This is an optimization exercise on Yosys and OpenROAD, whose aim is small area, a short achievable clock period and few clock cycles, not a production implementation. The RTL was checked by simulation tests, not by an equivalence proof against the original design. No activity file was given, so power comes from the tool's default toggle rates.

## flow/design.v (module list and top-level ports; edited modules follow where they fit)
// module fpu_fma: 179 lines
// module fpu_mul: 1691 lines
// module fpu_cmp: 49 lines
// module fpu_f2i: 40 lines
// module sillar_fpu: 56 lines
module sillar_fpu (
    input  wire        clk,
    input  wire        rst,
    input  wire        in_valid,
    output wire        in_ready,
    input  wire [5:0]  in_op,
    input  wire [1:0]  in_rm,
    input  wire [31:0] in_a,
    input  wire [31:0] in_b,
    input  wire [31:0] in_c,
    output reg         out_valid,
    output reg  [31:0] out_res,
    output reg  [4:0]  out_flags
);
  // ...
==> flow/run.sh <==
#!/bin/bash
# synth_recipe.tcl (not shown) runs the flow's synth.tcl, then flattens the netlist and writes it again
# the make line also repeats each setting of config.mk as NAME=value (left out here)
make -C /OpenROAD-flow-scripts/flow DESIGN_CONFIG=/design/flow/config.mk WORK_HOME=/design/flow/orfs CLKGATE_MAP_FILE= SYNTH_SCRIPT=/design/flow/synth_recipe.tcl finish
==> flow/config.mk <==
export PLATFORM = sky130hd
export DESIGN_NAME = sillar_fpu
export DESIGN_NICKNAME = sillar_fpu
export VERILOG_FILES = /design/flow/design.v
export SDC_FILE = /design/flow/constraint.sdc
export NUM_CORES = 4
export LEC_CHECK = 0
export CAP_MARGIN = 20
export CORE_MARGIN = 2
export CORE_UTILIZATION = 40
export SLEW_MARGIN = 20
==> flow/constraint.sdc <==
create_clock -name core_clock -period 22.0 [get_ports {clk}]
set_input_delay 4.4000 -clock core_clock [delete_from_list [all_inputs] [get_ports {clk}]]
set_output_delay 4.4000 -clock core_clock [all_outputs]
set_load 0.01 [all_outputs]
==> run summary, run 1 <==
outcome=complete, no violations; Flop pwr share=16.6%; CTS resizes=0; clock latency on the worst-skew pair=0.69 ns; Via Count=46,800; Layout non-clock buf frac=under 10%; TritonCTS clock tree=yes; Syn Nets=6,930; Seq cells post-synth=436; First-pass DRT Iterations=6; Largest regs=u_fma.q_mag x76, u_fma.r_al x75, u_fma.r_ps x47; clock power share=12.2%; CP endpoint=out_res[3]; GRT Util Overall=about a third; sequential share of the synthesized area=17.4%; share of the synthesized area in the top cell type=21.5%; Tcrit/Tclk final=47.1%; HP Class=flip-flop to flip-flop; CP Launch Type=flip-flop; number of core rows=129; FF+latch count=436; diode count=3; sequential power=1.24 mW; clock root buffer=clkbuf_16; Biggest register=u_fma.q_mag; Cell Area, Synth=50,100 um2; synth cell count leaders=nor2_1 (879), inv_1 (647), fa_1 (538), nand2_1 (509), dfxtp_1 (436); Final clock-cell share=about 3.3%; setup ws final=approximately 12 ns; Synth Instances=6,128; post-synth top area cell=fa_1; post-detail-place hpwl=154 mm; worst-case reg-to-reg path depth=34; Reg clk slew, reported paths=~0.060 ns; non-clock buffer count=267; routed len/inst=26.7 um; crit end category=flip-flop; area grow syn2layout=9.09%; critical path arrival=between 10 and 15 ns; worst hold path startpoint=u_fma.r_e74[0]; commonest cells after routing, fill and taps aside=nor2_1 (877), inv_1 (646), fa_1 (538)
Testbench counts, summed over its fixed seeds: cycles 48,032.
==> module fpu_fma, before the edit <==
module fpu_fma (
    input  wire        clk,
    input  wire [5:0]  op,
    input  wire [1:0]  rm,
    input  wire [31:0] a,
    input  wire [31:0] b,
    input  wire [31:0] c,
    input  wire        misc_sel,
    input  wire [36:0] misc_in,
    output reg  [31:0] res,
    output reg  [4:0]  flags
);
    localparam QNAN = 32'h7FC0_0000;
    wire is_i2f  = op[3];
    wire is_add  = ~op[3] & (op[2:0] == 3'd0);
    wire is_sub  = ~op[3] & (op[2:0] == 3'd1);
    wire is_mul  = ~op[3] & (op[2:0] == 3'd2);
    wire is_fma  = ~op[3] & (op[2:0] == 3'd3 || op[2:0] == 3'd4);
    wire is_msub = ~op[3] & (op[2:0] == 3'd4);
    wire [31:0] y = (is_add | is_sub | is_i2f) ? 32'h3F80_0000 : b;
    wire [31:0] z = is_add ? b :
                    is_sub ? {~b[31], b[30:0]} :
                    is_fma ? c : 32'd0;
    wire [7:0] ex = a[30:23], ey = y[30:23], ez = z[30:23];
    wire zero_x = (ex == 8'd0), zero_y = (ey == 8'd0), zero_z = (ez == 8'd0);
    wire fx = &ex, fy = &ey, fz = &ez;
    wire mx0 = (a[22:0] == 23'd0), my0 = (y[22:0] == 23'd0), mz0 = (z[22:0] == 23'd0);
    wire inf_x = fx & mx0, inf_y = fy & my0, inf_z = fz & mz0;
    wire nan_x = fx & ~mx0, nan_y = fy & ~my0, nan_z = fz & ~mz0;
    wire snan_any = (nan_x & ~a[22]) | (nan_y & ~y[22]) | (nan_z & ~z[22]);
    wire nan_any  = nan_x | nan_y | nan_z;
    wire sp_fp     = a[31] ^ y[31] ^ is_msub;
    wire p_inf     = inf_x | inf_y;
    wire p_invalid = (inf_x & zero_y) | (inf_y & zero_x);
    wire inf_inf   = p_inf & inf_z & (sp_fp != z[31]);
    wire i2f_neg = is_i2f & a[31];
    wire sp  = is_i2f ? a[31] : sp_fp;
    wire sz  = ~is_i2f & z[31];
    wire p_zero = is_i2f ? ~a[31] : (zero_x | zero_y);
    wire c_zero = ~is_i2f & zero_z;
    wire spec_nan  = ~is_i2f & (nan_any | p_invalid | inf_inf);
    wire spec_inv  = ~is_i2f & (snan_any | (~nan_any & (p_invalid | inf_inf)));
    wire spec_inf  = ~is_i2f & (p_inf | inf_z);
    wire spec_infs = p_inf ? sp_fp : z[31];
    wire zsign = is_mul ? sp :
                 is_i2f ? 1'b0 :
                 (p_zero & c_zero & (sp == sz)) ? sp : (rm == 2'd1);
    wire [23:0] mx = {is_i2f ? a[31] : ~zero_x, a[22:0] & {23{~zero_x & ~is_i2f}}};
    wire [23:0] my = {~zero_y, y[22:0] & {23{~zero_y}}};
    wire [47:0] ps, pc;
    fpu_mul u_mul (.x(mx), .y(my), .s(ps), .c(pc));
    wire [8:0] exe = is_i2f ? 9'd159 : {1'b0, ex};
    wire [8:0] eye = is_i2f ? 9'd127 : {1'b0, ey};
    wire [7:0] eze = is_i2f ? 8'd158 : ez;
    wire [9:0] epp = exe + eye;
    wire signed [10:0] sh_raw = $signed({1'b0, epp}) - $signed({3'b0, eze}) - 11'sd100;
    wire big_c = ~c_zero & (p_zero | sh_raw[10]);
    wire [6:0] sh = big_c ? 7'd0 : ((sh_raw > 11'sd75) ? 7'd75 : sh_raw[6:0]);
    wire signed [10:0] e74 = big_c ? $signed({3'b0, eze}) : $signed({1'b0, epp}) - 11'sd100;
    wire [31:0] mz = is_i2f ? a : {~zero_z, z[22:0] & {23{~zero_z}}, 8'd0};
    wire [106:0] ext = {mz, 75'd0} >> sh;
    wire [74:0] al = {ext[106:33], |ext[32:0]};
    wire eff_sub = sp ^ sz;
    wire [74:0] alx = al ^ {75{eff_sub}};
    reg [47:0] r_ps, r_pc;
    reg [74:0] r_al;
    reg        r_sub;
    reg signed [10:0] r_e74;
    reg        r_sp, r_zsign, r_nan, r_inv, r_inf, r_infs, r_misc;
    reg [1:0]  r_rm;
    always @(posedge clk) begin
        r_ps    <= ps;
        r_pc    <= pc;
        r_al    <= misc_sel ? {38'd0, misc_in} : alx;
        r_sub   <= eff_sub;
        r_e74   <= e74;
        r_sp    <= sp;
        r_zsign <= zsign;
        r_nan   <= spec_nan;
        r_inv   <= spec_inv;
        r_inf   <= spec_inf;
        r_infs  <= spec_infs;
        r_rm    <= rm;
        r_misc  <= misc_sel;
    end
    wire [76:0] t_a = {r_sub, r_sub, r_al};
    wire [76:0] t_b = {28'd0, r_ps, 1'b0};
    wire [76:0] t_c = {28'd0, r_pc, 1'b0};
    wire [76:0] u_s = t_a ^ t_b ^ t_c;
    wire [76:0] u_c = {(t_a[75:0] & t_b[75:0]) | (t_c[75:0] & (t_a[75:0] ^ t_b[75:0])), 1'b0};
    wire [76:0] hp = u_s ^ u_c;
    reg  [76:0] gg, pp;
    reg  [76:0] gn, pn;
    integer l, k;
    always @(*) begin
        gg = u_s & u_c;
        pp = hp;
        for (l = 0; l < 7; l = l + 1) begin
            gn = gg;
            pn = pp;
            for (k = 0; k < 77; k = k + 1)
                if (k[l]) begin
                    gn[k] = gg[k] | (pp[k] & gg[((k >> l) << l) - 1]);
                    pn[k] = pp[k] & pp[((k >> l) << l) - 1];
                end
            gg = gn;
            pp = pn;
        end
    end
    wire [76:0] sum0 = hp ^ {gg[75:0], 1'b0};
    wire [76:0] sum1 = hp ^ {gg[75:0] | pp[75:0], 1'b1};
    wire        neg = r_sub & sum1[76];
    wire [75:0] mag = ~r_sub ? sum0[75:0] : (neg ? ~sum0[75:0] : sum1[75:0]);
    reg [6:0] lz1;
    integer i;
    always @(*) begin
        lz1 = 7'd76;
        for (i = 0; i < 76; i = i + 1)
            if (mag[i]) lz1 = 7'd75 - i[6:0];
    end
    reg [75:0] q_mag;
    reg [6:0]  q_lz;
    reg signed [10:0] q_e74;
    reg        q_rsign, q_zsign, q_nan, q_inv, q_inf, q_infs, q_misc;
    reg [1:0]  q_rm;
    always @(posedge clk) begin
        q_mag   <= r_misc ? {39'd0, r_al[36:0]} : mag;
        q_lz    <= lz1;
        q_e74   <= r_e74;
        q_rsign <= r_sp ^ neg;
        q_zsign <= r_zsign;
        q_nan   <= r_nan;
        q_inv   <= r_inv;
        q_inf   <= r_inf;
        q_infs  <= r_infs;
        q_rm    <= r_rm;
        q_misc  <= r_misc;
    end
    wire [75:0] norm = q_mag << q_lz;
    wire signed [10:0] e_lead = q_e74 + 11'sd1 - $signed({4'd0, q_lz});
    wire tiny  = (e_lead < 11'sd1);
    wire mzero = (q_lz == 7'd76);
    wire [23:0] mant  = norm[75:52];
    wire        guard = norm[51];
    wire        stick = |norm[50:0];
    wire        inexact = guard | stick;
    reg         round_up;
    always @(*) begin
        case (q_rm)
            2'd0:    round_up = guard & (stick | mant[0]);
            2'd1:    round_up = q_rsign & inexact;
            2'd2:    round_up = 1'b0;
            default: round_up = ~q_rsign & inexact;
        endcase
    end
    wire [24:0] mant_r = {1'b0, mant} + {24'd0, round_up};
    wire signed [10:0] e_fin = e_lead + (mant_r[24] ? 11'sd1 : 11'sd0);
    wire overflow = (e_fin > 11'sd254);
    wire ovf_to_inf = (q_rm == 2'd0) || (q_rm == 2'd1 && q_rsign) || (q_rm == 2'd3 && !q_rsign);
    always @(*) begin
        if (q_misc) begin
            res = q_mag[31:0]; flags = q_mag[36:32];
        end else if (q_nan) begin
            res = QNAN; flags = {4'd0, q_inv};
        end else if (q_inf) begin
            res = {q_infs, 8'hFF, 23'd0}; flags = 5'd0;
        end else if (mzero) begin
            res = {q_zsign, 31'd0}; flags = 5'd0;
        end else if (tiny) begin
            res = {q_rsign, 31'd0}; flags = 5'h18;
        end else if (overflow) begin
            res = ovf_to_inf ? {q_rsign, 8'hFF, 23'd0} : {q_rsign, 8'hFE, 23'h7F_FFFF};
            flags = 5'h14;
        end else begin
            res = {q_rsign, e_fin[7:0], mant_r[22:0]};
            flags = {inexact, 4'd0};
        end
    end
endmodule
==> module fpu_f2i, before the edit <==
module fpu_f2i (
    input  wire [1:0]  rm,
    input  wire [31:0] a,
    output reg  [31:0] res,
    output reg  [4:0]  flags
);
    wire       s = a[31];
    wire [7:0] e = a[30:23];
    wire nan = (&e) & (a[22:0] != 23'd0);
    wire [31:0] sat = s ? 32'h8000_0000 : 32'h7FFF_FFFF;
    wire too_big = (e > 8'd158) | ((e == 8'd158) & (~s | (a[22:0] != 23'd0)));
    wire [7:0] d = 8'd158 - e;
    wire [5:0] rsh = (e < 8'd118) ? 6'd40 : d[5:0];
    wire [63:0] wide = {1'b1, a[22:0], 40'd0} >> rsh;
    wire [31:0] ipart = wide[63:32];
    wire half = wide[31];
    wire rest = |wide[30:0];
    wire frac_nz = half | rest;
    reg  up;
    always @(*) begin
        case (rm)
            2'd0:    up = half & (rest | ipart[0]);
            2'd1:    up = s & frac_nz;
            2'd2:    up = 1'b0;
            default: up = ~s & frac_nz;
        endcase
    end
    wire [31:0] q = (ipart ^ {32{s}}) + {31'd0, up ^ s};
    always @(*) begin
        if (nan) begin
            res = 32'd0; flags = 5'h01;
        end else if (too_big) begin
            res = sat; flags = 5'h01;
        end else if (e == 8'd0) begin
            res = 32'd0; flags = 5'd0;
        end else begin
            res = q; flags = {frac_nz, 4'd0};
        end
    end
endmodule
==> module sillar_fpu, before the edit <==
module sillar_fpu (
    input  wire        clk,
    input  wire        rst,
    input  wire        in_valid,
    output wire        in_ready,
    input  wire [5:0]  in_op,
    input  wire [1:0]  in_rm,
    input  wire [31:0] in_a,
    input  wire [31:0] in_b,
    input  wire [31:0] in_c,
    output reg         out_valid,
    output reg  [31:0] out_res,
    output reg  [4:0]  out_flags
);
    assign in_ready = 1'b1;
    reg        v0;
    reg [5:0]  op0;
    reg [1:0]  rm0;
    reg [31:0] a0, b0, c0;
    always @(posedge clk) begin
        v0  <= in_valid & ~rst;
        op0 <= in_op;
        rm0 <= in_rm;
        a0  <= in_a;
        b0  <= in_b;
        c0  <= in_c;
    end
    wire [31:0] cmp_res, f2i_res;
    wire [4:0]  cmp_flags, f2i_flags;
    fpu_cmp u_cmp (.op(op0), .a(a0), .b(b0), .res(cmp_res), .flags(cmp_flags));
    fpu_f2i u_f2i (.rm(rm0), .a(a0), .res(f2i_res), .flags(f2i_flags));
    wire use_cmp = op0[4] | (op0[3:0] == 4'h7) | (op0[3:0] == 4'h8);
    wire use_f2i = ~op0[4] & (op0[3:0] == 4'hC);
    wire use_abs = ~op0[4] & (op0[3:0] == 4'h9);
    wire use_neg = ~op0[4] & (op0[3:0] == 4'hA);
    wire misc_sel = use_cmp | use_f2i | use_abs | use_neg;
    wire [31:0] misc_res = use_cmp ? cmp_res :
                           use_f2i ? f2i_res :
                           {use_neg & ~a0[31], a0[30:0]};
    wire [4:0]  misc_flags = use_cmp ? cmp_flags : use_f2i ? f2i_flags : 5'd0;
    wire [31:0] res3;
    wire [4:0]  flags3;
    fpu_fma u_fma (.clk(clk), .op(op0), .rm(rm0), .a(a0), .b(b0), .c(c0),
                   .misc_sel(misc_sel), .misc_in({misc_flags, misc_res}),
                   .res(res3), .flags(flags3));
    reg v1, v2;
    always @(posedge clk) begin
        v1 <= v0 & ~rst;
        v2 <= v1 & ~rst;
    end
    always @(posedge clk) begin
        out_valid <= v2 & ~rst;
        out_res   <= res3;
        out_flags <= flags3;
    end
endmodule
==> run 2: changes to the inputs <==
--- a/flow/design.v
+++ b/flow/design.v
@@ -3,39 +3,39 @@
     input  wire [5:0]  op,
     input  wire [1:0]  rm,
-    input  wire [31:0] a,
-    input  wire [31:0] b,
-    input  wire [31:0] c,
-    input  wire        misc_sel,
-    input  wire [36:0] misc_in,
+    input  wire        is_i2f,
+    input  wire        is_f2i,
+    input  wire [31:0] x,
+    input  wire [31:0] y,
+    input  wire [31:0] z,
     output reg  [31:0] res,
     output reg  [4:0]  flags
 );
     localparam QNAN = 32'h7FC0_0000;
-    wire is_i2f  = op[3];
-    wire is_add  = ~op[3] & (op[2:0] == 3'd0);
-    wire is_sub  = ~op[3] & (op[2:0] == 3'd1);
-    wire is_mul  = ~op[3] & (op[2:0] == 3'd2);
-    wire is_fma  = ~op[3] & (op[2:0] == 3'd3 || op[2:0] == 3'd4);
-    wire is_msub = ~op[3] & (op[2:0] == 3'd4);
-    wire [31:0] y = (is_add | is_sub | is_i2f) ? 32'h3F80_0000 : b;
-    wire [31:0] z = is_add ? b :
-                    is_sub ? {~b[31], b[30:0]} :
-                    is_fma ? c : 32'd0;
-    wire [7:0] ex = a[30:23], ey = y[30:23], ez = z[30:23];
+    wire is_mul  = (op == 6'h02);
+    wire is_msub = (op == 6'h04);
+    wire use_cmp = op[4] | (op[3:0] == 4'h7) | (op[3:0] == 4'h8);
+    wire use_abs = ~op[4] & (op[3:0] == 4'h9);
+    wire use_neg = ~op[4] & (op[3:0] == 4'hA);
+    wire misc    = use_cmp | use_abs | use_neg;
+    wire [31:0] cmp_res;
+    wire [4:0]  cmp_flags;
+    fpu_cmp u_cmp (.op(op), .a(x), .b(y), .res(cmp_res), .flags(cmp_flags));
+    wire [31:0] misc_res   = use_cmp ? cmp_res : {use_neg & ~x[31], x[30:0]};
+    wire [4:0]  misc_flags = use_cmp ? cmp_flags : 5'd0;
+    wire [7:0] ex = x[30:23], ey = y[30:23], ez = z[30:23];
     wire zero_x = (ex == 8'd0), zero_y = (ey == 8'd0), zero_z = (ez == 8'd0);
     wire fx = &ex, fy = &ey, fz = &ez;
-    wire mx0 = (a[22:0] == 23'd0), my0 = (y[22:0] == 23'd0), mz0 = (z[22:0] == 23'd0);
+    wire mx0 = (x[22:0] == 23'd0), my0 = (y[22:0] == 23'd0), mz0 = (z[22:0] == 23'd0);
     wire inf_x = fx & mx0, inf_y = fy & my0, inf_z = fz & mz0;
     wire nan_x = fx & ~mx0, nan_y = fy & ~my0, nan_z = fz & ~mz0;
-    wire snan_any = (nan_x & ~a[22]) | (nan_y & ~y[22]) | (nan_z & ~z[22]);
+    wire snan_any = (nan_x & ~x[22]) | (nan_y & ~y[22]) | (nan_z & ~z[22]);
     wire nan_any  = nan_x | nan_y | nan_z;
-    wire sp_fp     = a[31] ^ y[31] ^ is_msub;
+    wire sp_fp     = x[31] ^ y[31] ^ is_msub;
     wire p_inf     = inf_x | inf_y;
     wire p_invalid = (inf_x & zero_y) | (inf_y & zero_x);
     wire inf_inf   = p_inf & inf_z & (sp_fp != z[31]);
-    wire i2f_neg = is_i2f & a[31];
-    wire sp  = is_i2f ? a[31] : sp_fp;
-    wire sz  = ~is_i2f & z[31];
-    wire p_zero = is_i2f ? ~a[31] : (zero_x | zero_y);
+    wire sp     = is_i2f ? x[31] : sp_fp;
+    wire sz     = z[31];
+    wire p_zero = is_i2f ? ~x[31] : (zero_x | zero_y);
     wire c_zero = ~is_i2f & zero_z;
     wire spec_nan  = ~is_i2f & (nan_any | p_invalid | inf_inf);
@@ -46,19 +46,23 @@
                  is_i2f ? 1'b0 :
                  (p_zero & c_zero & (sp == sz)) ? sp : (rm == 2'd1);
-    wire [23:0] mx = {is_i2f ? a[31] : ~zero_x, a[22:0] & {23{~zero_x & ~is_i2f}}};
+    wire f2i_nan = nan_x;
+    wire f2i_big = (ex > 8'd158) | ((ex == 8'd158) & (~x[31] | ~mx0));
+    wire       x_on = ~zero_x & ~is_i2f & ~is_f2i;
+    wire [23:0] mx = {is_i2f ? x[31] : x_on, x[22:0] & {23{x_on}}};
     wire [23:0] my = {~zero_y, y[22:0] & {23{~zero_y}}};
     wire [47:0] ps, pc;
     fpu_mul u_mul (.x(mx), .y(my), .s(ps), .c(pc));
-    wire [8:0] exe = is_i2f ? 9'd159 : {1'b0, ex};
-    wire [8:0] eye = is_i2f ? 9'd127 : {1'b0, ey};
+    wire [8:0] exe = is_i2f ? 9'd159 : is_f2i ? 9'd131 : {1'b0, ex};
     wire [7:0] eze = is_i2f ? 8'd158 : ez;
-    wire [9:0] epp = exe + eye;
+    wire [9:0] epp = exe + {1'b0, ey};
     wire signed [10:0] sh_raw = $signed({1'b0, epp}) - $signed({3'b0, eze}) - 11'sd100;
     wire big_c = ~c_zero & (p_zero | sh_raw[10]);
-    wire [6:0] sh = big_c ? 7'd0 : ((sh_raw > 11'sd75) ? 7'd75 : sh_raw[6:0]);
+    wire over  = ~sh_raw[10] & (sh_raw[9:0] > 10'd75);
     wire signed [10:0] e74 = big_c ? $signed({3'b0, eze}) : $signed({1'b0, epp}) - 11'sd100;
-    wire [31:0] mz = is_i2f ? a : {~zero_z, z[22:0] & {23{~zero_z}}, 8'd0};
-    wire [106:0] ext = {mz, 75'd0} >> sh;
-    wire [74:0] al = {ext[106:33], |ext[32:0]};
+    wire [31:0] mz = is_i2f ? x : {~zero_z, z[22:0] & {23{~zero_z}}, 8'd0};
+    wire [106:0] ext = {mz, 75'd0} >> sh_raw[6:0];
+    wire [74:0] al = big_c ? {mz, 43'd0} :
+                     over  ? {74'd0, ~zero_z} :
+                     {ext[106:33], |ext[32:0]};
     wire eff_sub = sp ^ sz;
     wire [74:0] alx = al ^ {75{eff_sub}};
@@ -67,10 +71,10 @@
     reg        r_sub;
     reg signed [10:0] r_e74;
-    reg        r_sp, r_zsign, r_nan, r_inv, r_inf, r_infs, r_misc;
+    reg        r_sp, r_zsign, r_nan, r_inv, r_inf, r_infs, r_misc, r_f2i, r_fnan, r_fbig;
     reg [1:0]  r_rm;
     always @(posedge clk) begin
         r_ps    <= ps;
         r_pc    <= pc;
-        r_al    <= misc_sel ? {38'd0, misc_in} : alx;
+        r_al    <= misc ? {38'd0, misc_flags, misc_res} : alx;
         r_sub   <= eff_sub;
         r_e74   <= e74;
@@ -82,7 +86,10 @@
         r_infs  <= spec_infs;
         r_rm    <= rm;
-        r_misc  <= misc_sel;
+        r_misc  <= misc;
+        r_f2i   <= is_f2i;
+        r_fnan  <= f2i_nan;
+        r_fbig  <= f2i_big;
     end
-    wire [76:0] t_a = {r_sub, r_sub, r_al};
+    wire [76:0] t_a = {r_sub, r_sub, r_al[74:43], r_f2i ? {43{1'b1}} : r_al[42:0]};
     wire [76:0] t_b = {28'd0, r_ps, 1'b0};
     wire [76:0] t_c = {28'd0, r_pc, 1'b0};
@@ -90,6 +97,5 @@
     wire [76:0] u_c = {(t_a[75:0] & t_b[75:0]) | (t_c[75:0] & (t_a[75:0] ^ t_b[75:0])), 1'b0};
     wire [76:0] hp = u_s ^ u_c;
-    reg  [76:0] gg, pp;
-    reg  [76:0] gn, pn;
+    reg  [76:0] gg, pp, gn, pn;
     integer l, k;
     always @(*) begin
@@ -112,44 +118,107 @@
     wire        neg = r_sub & sum1[76];
     wire [75:0] mag = ~r_sub ? sum0[75:0] : (neg ? ~sum0[75:0] : sum1[75:0]);
-    reg [6:0] lz1;
-    integer i;
-    always @(*) begin
-        lz1 = 7'd76;
-        for (i = 0; i < 76; i = i + 1)
-            if (mag[i]) lz1 = 7'd75 - i[6:0];
-    end
+    wire [31:0] f2i_res;
+    wire [4:0]  f2i_flags;
+    fpu_f2i u_f2i (.rm(r_rm), .s(r_sub), .al(r_al[74:0]), .q0(sum0[74:43]), .q1(sum1[74:43]),
+                   .nan(r_fnan), .big(r_fbig), .res(f2i_res), .flags(f2i_flags));
     reg [75:0] q_mag;
-    reg [6:0]  q_lz;
     reg signed [10:0] q_e74;
     reg        q_rsign, q_zsign, q_nan, q_inv, q_inf, q_infs, q_misc;
     reg [1:0]  q_rm;
+    reg [4:0]  q_mflags;
     always @(posedge clk) begin
-        q_mag   <= r_misc ? {39'd0, r_al[36:0]} : mag;
-        q_lz    <= lz1;
-        q_e74   <= r_e74;
-        q_rsign <= r_sp ^ neg;
-        q_zsign <= r_zsign;
-        q_nan   <= r_nan;
-        q_inv   <= r_inv;
-        q_inf   <= r_inf;
-        q_infs  <= r_infs;
-        q_rm    <= r_rm;
-        q_misc  <= r_misc;
+        q_mag    <= r_misc ? {r_al[31:0], 44'd0} : r_f2i ? {f2i_res, 44'd0} : mag;
+        q_mflags <= r_misc ? r_al[36:32] : f2i_flags;
+        q_e74    <= r_e74;
+        q_rsign  <= r_sp ^ neg;
+        q_zsign  <= r_zsign;
+        q_nan    <= r_nan;
+        q_inv    <= r_inv;
+        q_inf    <= r_inf;
+        q_infs   <= r_infs;
+        q_rm     <= r_rm;
+        q_misc   <= r_misc | r_f2i;
     end
-    wire [75:0] norm = q_mag << q_lz;
-    wire signed [10:0] e_lead = q_e74 + 11'sd1 - $signed({4'd0, q_lz});
-    wire tiny  = (e_lead < 11'sd1);
-    wire mzero = (q_lz == 7'd76);
-    wire [23:0] mant  = norm[75:52];
-    wire        guard = norm[51];
-    wire        stick = |norm[50:0];
+    wire [79:0]  mp  = {q_mag, 4'd0};
+    wire [109:0] mpx = {q_mag, 34'd0};
+    reg  [9:0]  gnz;
+    reg  [2:0]  glz [0:9];
+    integer g, j;
+    always @(*) begin
+        for (g = 0; g < 10; g = g + 1) begin
+            gnz[g] = |mp[79 - 8*g -: 8];
+            glz[g] = 3'd7;
+            for (j = 0; j < 8; j = j + 1)
+                if (mp[72 - 8*g + j]) glz[g] = 3'd7 - j[2:0];
+        end
+    end
+    reg [9:0] gsel;
+    reg       seen;
+    always @(*) begin
+        seen = q_misc;
+        gsel = {9'd0, q_misc};
+        for (g = 0; g < 10; g = g + 1) begin
+            if (!seen && gnz[g]) gsel[g] = 1'b1;
+            seen = seen | gnz[g];
+        end
+    end
+    wire mzero = ~|gnz;
+    reg [3:0] lz_hi;
+    reg [2:0] lz_lo;
+    reg [33:0] cf;
+    always @(*) begin
+        lz_hi = 4'd0;
+        lz_lo = 3'd0;
+        cf = 34'd0;
+        for (g = 0; g < 10; g = g + 1)
+            if (gsel[g]) begin
+                lz_hi = lz_hi | g[3:0];
+                lz_lo = lz_lo | (q_misc ? 3'd0 : glz[g]);
+                cf = cf | mpx[109 - 8*g -: 34];
+            end
+    end
+    wire [5:0] blk = {|q_mag[1:0], |q_mag[9:2], |q_mag[17:10], |q_mag[25:18],
+                      |q_mag[33:26], |q_mag[41:34]};
+    wire [5:0] blk_suf = {blk[5], |blk[5:4], |blk[5:3], |blk[5:2], |blk[5:1], |blk[5:0]};
+    wire stc = |(gsel[5:0] & blk_suf);
+    wire [6:0] lz = {lz_hi, lz_lo};
+    wire signed [10:0] e_lead3 = q_e74 + 11'sd1 - $signed({4'd0, lz});
+    reg [33:0] w_f;
+    reg [2:0]  w_sh;
+    reg        w_stc;
+    reg signed [10:0] w_elead;
+    reg        w_rsign, w_zsign, w_nan, w_inv, w_inf, w_infs, w_misc, w_mzero;
+    reg [1:0]  w_rm;
+    reg [4:0]  w_mflags;
+    always @(posedge clk) begin
+        w_f      <= cf;
+        w_sh     <= lz_lo;
+        w_stc    <= stc;
+        w_elead  <= e_lead3;
+        w_rsign  <= q_rsign;
+        w_zsign  <= q_zsign;
+        w_nan    <= q_nan;
+        w_inv    <= q_inv;
+        w_inf    <= q_inf;
+        w_infs   <= q_infs;
+        w_misc   <= q_misc;
+        w_mzero  <= mzero;
+        w_rm     <= q_rm;
+        w_mflags <= q_mflags;
+    end
+    wire [33:0] norm = w_f << w_sh;
+    wire signed [10:0] e_lead = w_elead;
+    wire tiny = (e_lead < 11'sd1);
+    wire [23:0] mant  = norm[33:10];
+    wire        guard = norm[9];
+    wire        stick = (|norm[8:0]) | w_stc;
     wire        inexact = guard | stick;
     reg         round_up;
     always @(*) begin
-        case (q_rm)
+        case (w_rm)
             2'd0:    round_up = guard & (stick | mant[0]);
-            2'd1:    round_up = q_rsign & inexact;
+            2'd1:    round_up = w_rsign & inexact;
             2'd2:    round_up = 1'b0;
-            default: round_up = ~q_rsign & inexact;
+            default: round_up = ~w_rsign & inexact;
         endcase
     end
@@ -157,21 +226,21 @@
     wire signed [10:0] e_fin = e_lead + (mant_r[24] ? 11'sd1 : 11'sd0);
     wire overflow = (e_fin > 11'sd254);
-    wire ovf_to_inf = (q_rm == 2'd0) || (q_rm == 2'd1 && q_rsign) || (q_rm == 2'd3 && !q_rsign);
+    wire ovf_to_inf = (w_rm == 2'd0) || (w_rm == 2'd1 && w_rsign) || (w_rm == 2'd3 && !w_rsign);
     always @(*) begin
-        if (q_misc) begin
-            res = q_mag[31:0]; flags = q_mag[36:32];
-        end else if (q_nan) begin
-            res = QNAN; flags = {4'd0, q_inv};
-        end else if (q_inf) begin
-            res = {q_infs, 8'hFF, 23'd0}; flags = 5'd0;
-        end else if (mzero) begin
-            res = {q_zsign, 31'd0}; flags = 5'd0;
+        if (w_misc) begin
+            res = w_f[33:2]; flags = w_mflags;
+        end else if (w_nan) begin
+            res = QNAN; flags = {4'd0, w_inv};
+        end else if (w_inf) begin
+            res = {w_infs, 8'hFF, 23'd0}; flags = 5'd0;
+        end else if (w_mzero) begin
+            res = {w_zsign, 31'd0}; flags = 5'd0;
         end else if (tiny) begin
-            res = {q_rsign, 31'd0}; flags = 5'h18;
+            res = {w_rsign, 31'd0}; flags = 5'h18;
         end else if (overflow) begin
-            res = ovf_to_inf ? {q_rsign, 8'hFF, 23'd0} : {q_rsign, 8'hFE, 23'h7F_FFFF};
+            res = ovf_to_inf ? {w_rsign, 8'hFF, 23'd0} : {w_rsign, 8'hFE, 23'h7F_FFFF};
             flags = 5'h14;
         end else begin
-            res = {q_rsign, e_fin[7:0], mant_r[22:0]};
+            res = {w_rsign, e_fin[7:0], mant_r[22:0]};
             flags = {inexact, 4'd0};
         end
@@ -1920,24 +1989,21 @@
 module fpu_f2i (
     input  wire [1:0]  rm,
-    input  wire [31:0] a,
+    input  wire        s,
+    input  wire [74:0] al,
+    input  wire [31:0] q0,
+    input  wire [31:0] q1,
+    input  wire        nan,
+    input  wire        big,
     output reg  [31:0] res,
     output reg  [4:0]  flags
 );
-    wire       s = a[31];
-    wire [7:0] e = a[30:23];
-    wire nan = (&e) & (a[22:0] != 23'd0);
-    wire [31:0] sat = s ? 32'h8000_0000 : 32'h7FFF_FFFF;
-    wire too_big = (e > 8'd158) | ((e == 8'd158) & (~s | (a[22:0] != 23'd0)));
-    wire [7:0] d = 8'd158 - e;
-    wire [5:0] rsh = (e < 8'd118) ? 6'd40 : d[5:0];
-    wire [63:0] wide = {1'b1, a[22:0], 40'd0} >> rsh;
-    wire [31:0] ipart = wide[63:32];
-    wire half = wide[31];
-    wire rest = |wide[30:0];
+    wire ip0  = al[43] ^ s;
+    wire half = al[42] ^ s;
+    wire rest = s ? ~&al[41:0] : |al[41:0];
     wire frac_nz = half | rest;
     reg  up;
     always @(*) begin
         case (rm)
-            2'd0:    up = half & (rest | ipart[0]);
+            2'd0:    up = half & (rest | ip0);
             2'd1:    up = s & frac_nz;
             2'd2:    up = 1'b0;
@@ -1945,12 +2011,10 @@
         endcase
     end
-    wire [31:0] q = (ipart ^ {32{s}}) + {31'd0, up ^ s};
+    wire [31:0] q = (up ^ s) ? q1 : q0;
     always @(*) begin
         if (nan) begin
             res = 32'd0; flags = 5'h01;
-        end else if (too_big) begin
-            res = sat; flags = 5'h01;
-        end else if (e == 8'd0) begin
-            res = 32'd0; flags = 5'd0;
+        end else if (big) begin
+            res = s ? 32'h8000_0000 : 32'h7FFF_FFFF; flags = 5'h01;
         end else begin
             res = q; flags = {frac_nz, 4'd0};
@@ -1973,43 +2037,43 @@
 );
     assign in_ready = 1'b1;
+    wire d_add = (in_op == 6'h00);
+    wire d_sub = (in_op == 6'h01);
+    wire d_fma = (in_op == 6'h03) | (in_op == 6'h04);
+    wire d_i2f = (in_op == 6'h0B);
+    wire d_f2i = (in_op == 6'h0C);
+    wire [31:0] d_y = (d_add | d_sub | d_i2f | d_f2i) ? 32'h3F80_0000 : in_b;
+    wire [31:0] d_z = d_add ? in_b :
+                      d_sub ? {~in_b[31], in_b[30:0]} :
+                      d_fma ? in_c :
+                      d_f2i ? {1'b0, in_a[30:0]} : 32'd0;
     reg        v0;
     reg [5:0]  op0;
     reg [1:0]  rm0;
-    reg [31:0] a0, b0, c0;
+    reg [31:0] x0, y0, z0;
+    reg        i2f0, f2i0;
     always @(posedge clk) begin
-        v0  <= in_valid & ~rst;
-        op0 <= in_op;
-        rm0 <= in_rm;
-        a0  <= in_a;
-        b0  <= in_b;
-        c0  <= in_c;
+        v0   <= in_valid & ~rst;
+        op0  <= in_op;
+        rm0  <= in_rm;
+        x0   <= in_a;
+        y0   <= d_y;
+        z0   <= d_z;
+        i2f0 <= d_i2f;
+        f2i0 <= d_f2i;
     end
-    wire [31:0] cmp_res, f2i_res;
-    wire [4:0]  cmp_flags, f2i_flags;
-    fpu_cmp u_cmp (.op(op0), .a(a0), .b(b0), .res(cmp_res), .flags(cmp_flags));
-    fpu_f2i u_f2i (.rm(rm0), .a(a0), .res(f2i_res), .flags(f2i_flags));
-    wire use_cmp = op0[4] | (op0[3:0] == 4'h7) | (op0[3:0] == 4'h8);
-    wire use_f2i = ~op0[4] & (op0[3:0] == 4'hC);
-    wire use_abs = ~op0[4] & (op0[3:0] == 4'h9);
-    wire use_neg = ~op0[4] & (op0[3:0] == 4'hA);
-    wire misc_sel = use_cmp | use_f2i | use_abs | use_neg;
-    wire [31:0] misc_res = use_cmp ? cmp_res :
-                           use_f2i ? f2i_res :
-                           {use_neg & ~a0[31], a0[30:0]};
-    wire [4:0]  misc_flags = use_cmp ? cmp_flags : use_f2i ? f2i_flags : 5'd0;
-    wire [31:0] res3;
-    wire [4:0]  flags3;
-    fpu_fma u_fma (.clk(clk), .op(op0), .rm(rm0), .a(a0), .b(b0), .c(c0),
-                   .misc_sel(misc_sel), .misc_in({misc_flags, misc_res}),
-                   .res(res3), .flags(flags3));
-    reg v1, v2;
+    wire [31:0] res4;
+    wire [4:0]  flags4;
+    fpu_fma u_fma (.clk(clk), .op(op0), .rm(rm0), .is_i2f(i2f0), .is_f2i(f2i0),
+                   .x(x0), .y(y0), .z(z0), .res(res4), .flags(flags4));
+    reg v1, v2, v3;
     always @(posedge clk) begin
         v1 <= v0 & ~rst;
         v2 <= v1 & ~rst;
+        v3 <= v2 & ~rst;
     end
     always @(posedge clk) begin
-        out_valid <= v2 & ~rst;
-        out_res   <= res3;
-        out_flags <= flags3;
+        out_valid <= v3 & ~rst;
+        out_res   <= res4;
+        out_flags <= flags4;
     end
 endmodule
==> run summary, run 2 <==
most common cell after layout, fill and taps aside=inv_1 (was nor2_1); reg2reg end=u_fma.r_ps[22] (was out_res[3]); crit end category=flip-flop (unchanged); clock latency on the worst-skew pair=0.68 ns (was 0.69 ns); Worst Path Required=22.52 ns (was 22.55 ns); CP startpoint=x0[28] (was u_fma.q_lz[1]); First-pass DRT Iterations=8 (was 6); post-synth top area cell=fa_1 (unchanged); Routed Antenna Nets=0 (unchanged); initial antenna violation count=7 (was 13); total core area=123,000 um2 (was 124,000 um2); Via Count=45,800 (was 46,800); Filler cells=12,400 (was 12,500); Slew Viols, Final=0 (unchanged); number of core rows=129 (unchanged); Most used DFF post-synth=dfxtp_1 (unchanged); Syn Nets=6,727 (was 6,930); Design Power=7.58 mW (was 7.49 mW); Netlist cell types=94 (was 121); CP Launch Type=flip-flop (unchanged); WL final=199 mm (was 206 mm); maxcap violations=0 (unchanged); reg-to-reg critical path startpoint=x0[28] (was u_fma.q_lz[1]); buffer count from post-CTS setup fixing=0 (unchanged); top-level I/O count=146 (unchanged); HP Class=flip-flop to flip-flop (unchanged); NumNets Final=6,596 (was 6,832); outcome=complete, no violations (unchanged); Die Ht=356 um (was 358 um); share of the synthesized area in the top cell type=21.7% (was 21.5%); Seq cells post-synth=505 (was 436); clock tree buffer depth=3 (unchanged); routed len/inst=26.5 um (was 26.7 um); hold bufs inserted after CTS=0 (unchanged); NetSw=3.80 mW (was 3.99 mW); post-detail-place hpwl=143 mm (was 154 mm); CP Class=flip-flop to flip-flop (unchanged); Cell Pwr Density=139 nW/um2 (was 137 nW/um2); grt total ovfl=0 (unchanged); Chip Width=356 um (was 358 um); vias in the first global route=44,800 (was 45,300); Relative slew margins=20.5% (was 21.5%); Flop pwr share=20.0% (was 16.6%); port bufs=144 (was 143); RSZ-0062 raised after global routing=no (unchanged); hold-critical path depth=0 (unchanged); die footprint=127,000 um2 (was 128,000 um2); Setup-failing EPs final=0 (unchanged); Reg clk slew, reported paths=0.05 ns (was 0.06 ns); R2R Setup Slk=14.37 ns (was 11.63 ns); Worst Path Max Fanout=290 (was 68); most instantiated library cell after synthesis=inv_1 (was nor2_1); commonest cells after routing, fill and taps aside=inv_1 (818), fa_1 (537), and3_1 (512) (was nor2_1 (877), inv_1 (646), fa_1 (538)); Sw Ratio=50.1% (was 53.3%); Biggest register=u_fma.q_mag (unchanged); GRT Util Overall=30.9% (was 31.8%); cts bufs inserted=66 (was 53); synth top area cells=fa_1 (22%), dfxtp_1 (20%), and3_1 (6.5%) (was fa_1 (22%), dfxtp_1 (17%), nor2_1 (6.6%)); Highest Clock Rate=131 MHz (was 96.5 MHz); Tcrit/Tclk final=34.7% (was 47.1%); Synth Area per Inst=8.36 um2 (was 8.17 um2); TritonCTS clock tree=yes (unchanged); CTS Sinks=505 (was 436); share of layout cells above drive strength 1=6.45% (was 7.98%); clock root buffer=clkbuf_16 (unchanged); starting density of the core=40.2% (was 40.4%); global-route wire length before repair=295 mm (was 301 mm); Async S/R FF share, synth=0% (unchanged); Vias per Instance=6.12 (was 6.07); synth cell count leaders=inv_1 (818), fa_1 (538), and3_1 (512), dfxtp_1 (505), nand2_1 (442) (was nor2_1 (879), inv_1 (647), fa_1 (538), nand2_1 (509), dfxtp_1 (436)); min Tclk post-route=7.63 ns (was 10.37 ns); combinational cell fraction of total power=65.4% (was 71.2%); DRT iter0 DRCs=5,875 (was 5,550); largest net degree at the start of global routing=291 (was 96); Warnings, synthesis=5 (was 4); total negative setup slack=0 ns (unchanged); DRC viols=0 (unchanged); area grow syn2layout=10.0% (was 9.09%); Post-synth EDFFs=0 (unchanged); H-tree Lvls=3 (was 2); worst-case reg-to-reg path depth=16 (was 34); Cell Area, Synth=49,600 um2 (was 50,100 um2); CTS resizes=0 (unchanged); peak supply drop=0.0955 mV (was 0.0803 mV); clock skew=0.0470 ns (was 0.0351 ns); critical path arrival=8.15 ns (was 10.92 ns); Largest regs=u_fma.q_mag x76, u_fma.r_al x75, u_fma.r_ps x47 (unchanged); Leak=24.4 nW (was 22.7 nW); clock power share=14.6% (was 12.2%); Synth Instances=5,929 (was 6,128); internal power=3.78 mW (was 3.50 mW); max FFs per register=76 (unchanged); RePlAce Congestion=1.03 (was 0.976); CP endpoint=u_fma.r_ps[22] (was out_res[3]); worst-margin pin slew=1.18 ns (was 1.17 ns); Final Hold Vio Count=0 (unchanged); sequential share of the synthesized area=20.4% (was 17.4%)
## run 2: area by class of cell
class	instances	area, um2	share of cell area [%]
clock inverters	33	418	0.766
multi-input cells	4154	34800	63.8
inverters	821	3080	5.65
diodes	3	7.51	0.0138
well taps	1637	2050	3.76
repair buffers	250	2260	4.15
flip-flops and latches	505	10100	18.6
clock buffers	85	1810	3.32
## run 2: worst min-delay path by stage
stage | startpoint | end | slack [ns]
floorplan | u_fma.r_e74[0] | u_fma.q_e74[0] | 0.31
global placement | u_fma.q_nan | u_fma.w_nan | 0.31
detailed placement | u_fma.q_inf | u_fma.w_inf | 0.31
CTS | u_fma.q_inv | u_fma.w_inv | 0.32
global route | u_fma.q_nan | u_fma.w_nan | 0.33
finish | u_fma.q_rm[0] | u_fma.w_rm[0] | 0.32
## run 2: cell families after synthesis
| kind of cell | Yosys count | synth area share (%) |
|---|---|---|
| AO/OA/AOI/OAI | 1154 | 16.2 |
| XOR/XNOR | 196 | 3.46 |
| adder cells (fa/ha/maj) | 691 | 25.6 |
| buffers and inverters | 1270 | 9.81 |
| flip-flops | 505 | 20.4 |
| multiplexers | 167 | 4.46 |
| other | 1 | 0.00757 |
| AND/OR/NAND/NOR | 1945 | 20.1 |
## run 2: power groups by stage
stage / Sequential, mW / Combinational, mW / Clock [mW]
after floorplan: 1.36 / 3.38 / 0
after global placement: 1.52 / 4.80 / 0
after detailed placement: 1.52 / 4.84 / 0
after CTS: 1.50 / 4.86 / 1.13
after global routing: 1.53 / 5.48 / 1.16
final: 1.52 / 4.96 / 1.11
## run 2: stage by stage
stage	hold WS, ns	area, um2	worst slack [ns]	util, %	cells
floorplan	0.310	49600	15.25	-	5929
global placement	0.311	52300	14.58	42.4	7367
detailed placement	0.312	52300	14.48	42.4	7367
CTS	0.322	54500	14.45	44.2	7485
global route	0.327	54500	14.11	44.2	7486
finish	0.324	54500	14.37	44.2	7488
## run 2: per-layer routing
| metal | part of all wire, % | wire length, um | global-route usage [%] |
|---|---|---|---|
| met1 | 41 | 81200 | 41.2 |
| met3 | 10 | 20100 | 7.02 |
| met2 | 44 | 86900 | 47.3 |
| met5 | 0.0055 | 11 | 0 |
| met4 | 5.3 | 10400 | 15.2 |
## run 2: critical path, cell delays in order (launching register included)
cell,delay [ns]
dfxtp_1,0.63
nor4_1,0.26
nand2_1,0.12
buf_4,0.33
nand2_1,0.34
nor3_2,0.31
buf_12,0.55
buf_12,0.57
and2_1,0.68
nand2_1,0.17
fa_1,0.57
fa_1,0.44
fa_1,0.53
fa_1,0.56
inv_1,0.06
fa_1,0.50
fa_1,0.50
Testbench counts of run 2, summed over its fixed seeds: cycles 48,040.

## afterwards: timing with drivers on the ports
Ports are ideal in the flow. The routed layouts listed here were re-timed in OpenROAD. Step 1, drivers: a clkbuf_16 drives clk and a buf_2 each remaining input, both assumed. Step 2 moves the port delays by t, midway between the first and last clock arrival at a register: inputs arrive t later, outputs are due t later. That takes back most of the time a late clock gives input paths. Slacks: ideal / step 1 / step 2; pairs: ideal / step 1.
run | shift t [ns] | slack for setup (ns) | hold WS [ns] | latest minus earliest clock arrival (ns) | worst data-port slew with drivers (ns)
run 1 | 0.740 | 11.633 / 11.633 / 11.633 | 0.324 / 0.324 / 0.324 | 0.035 / 0.036 | 0.06
run 2 | 0.735 | 14.368 / 14.368 / 14.368 | 0.324 / 0.324 / 0.324 | 0.048 / 0.048 | 0.06
After both steps every run listed still meets setup and hold.
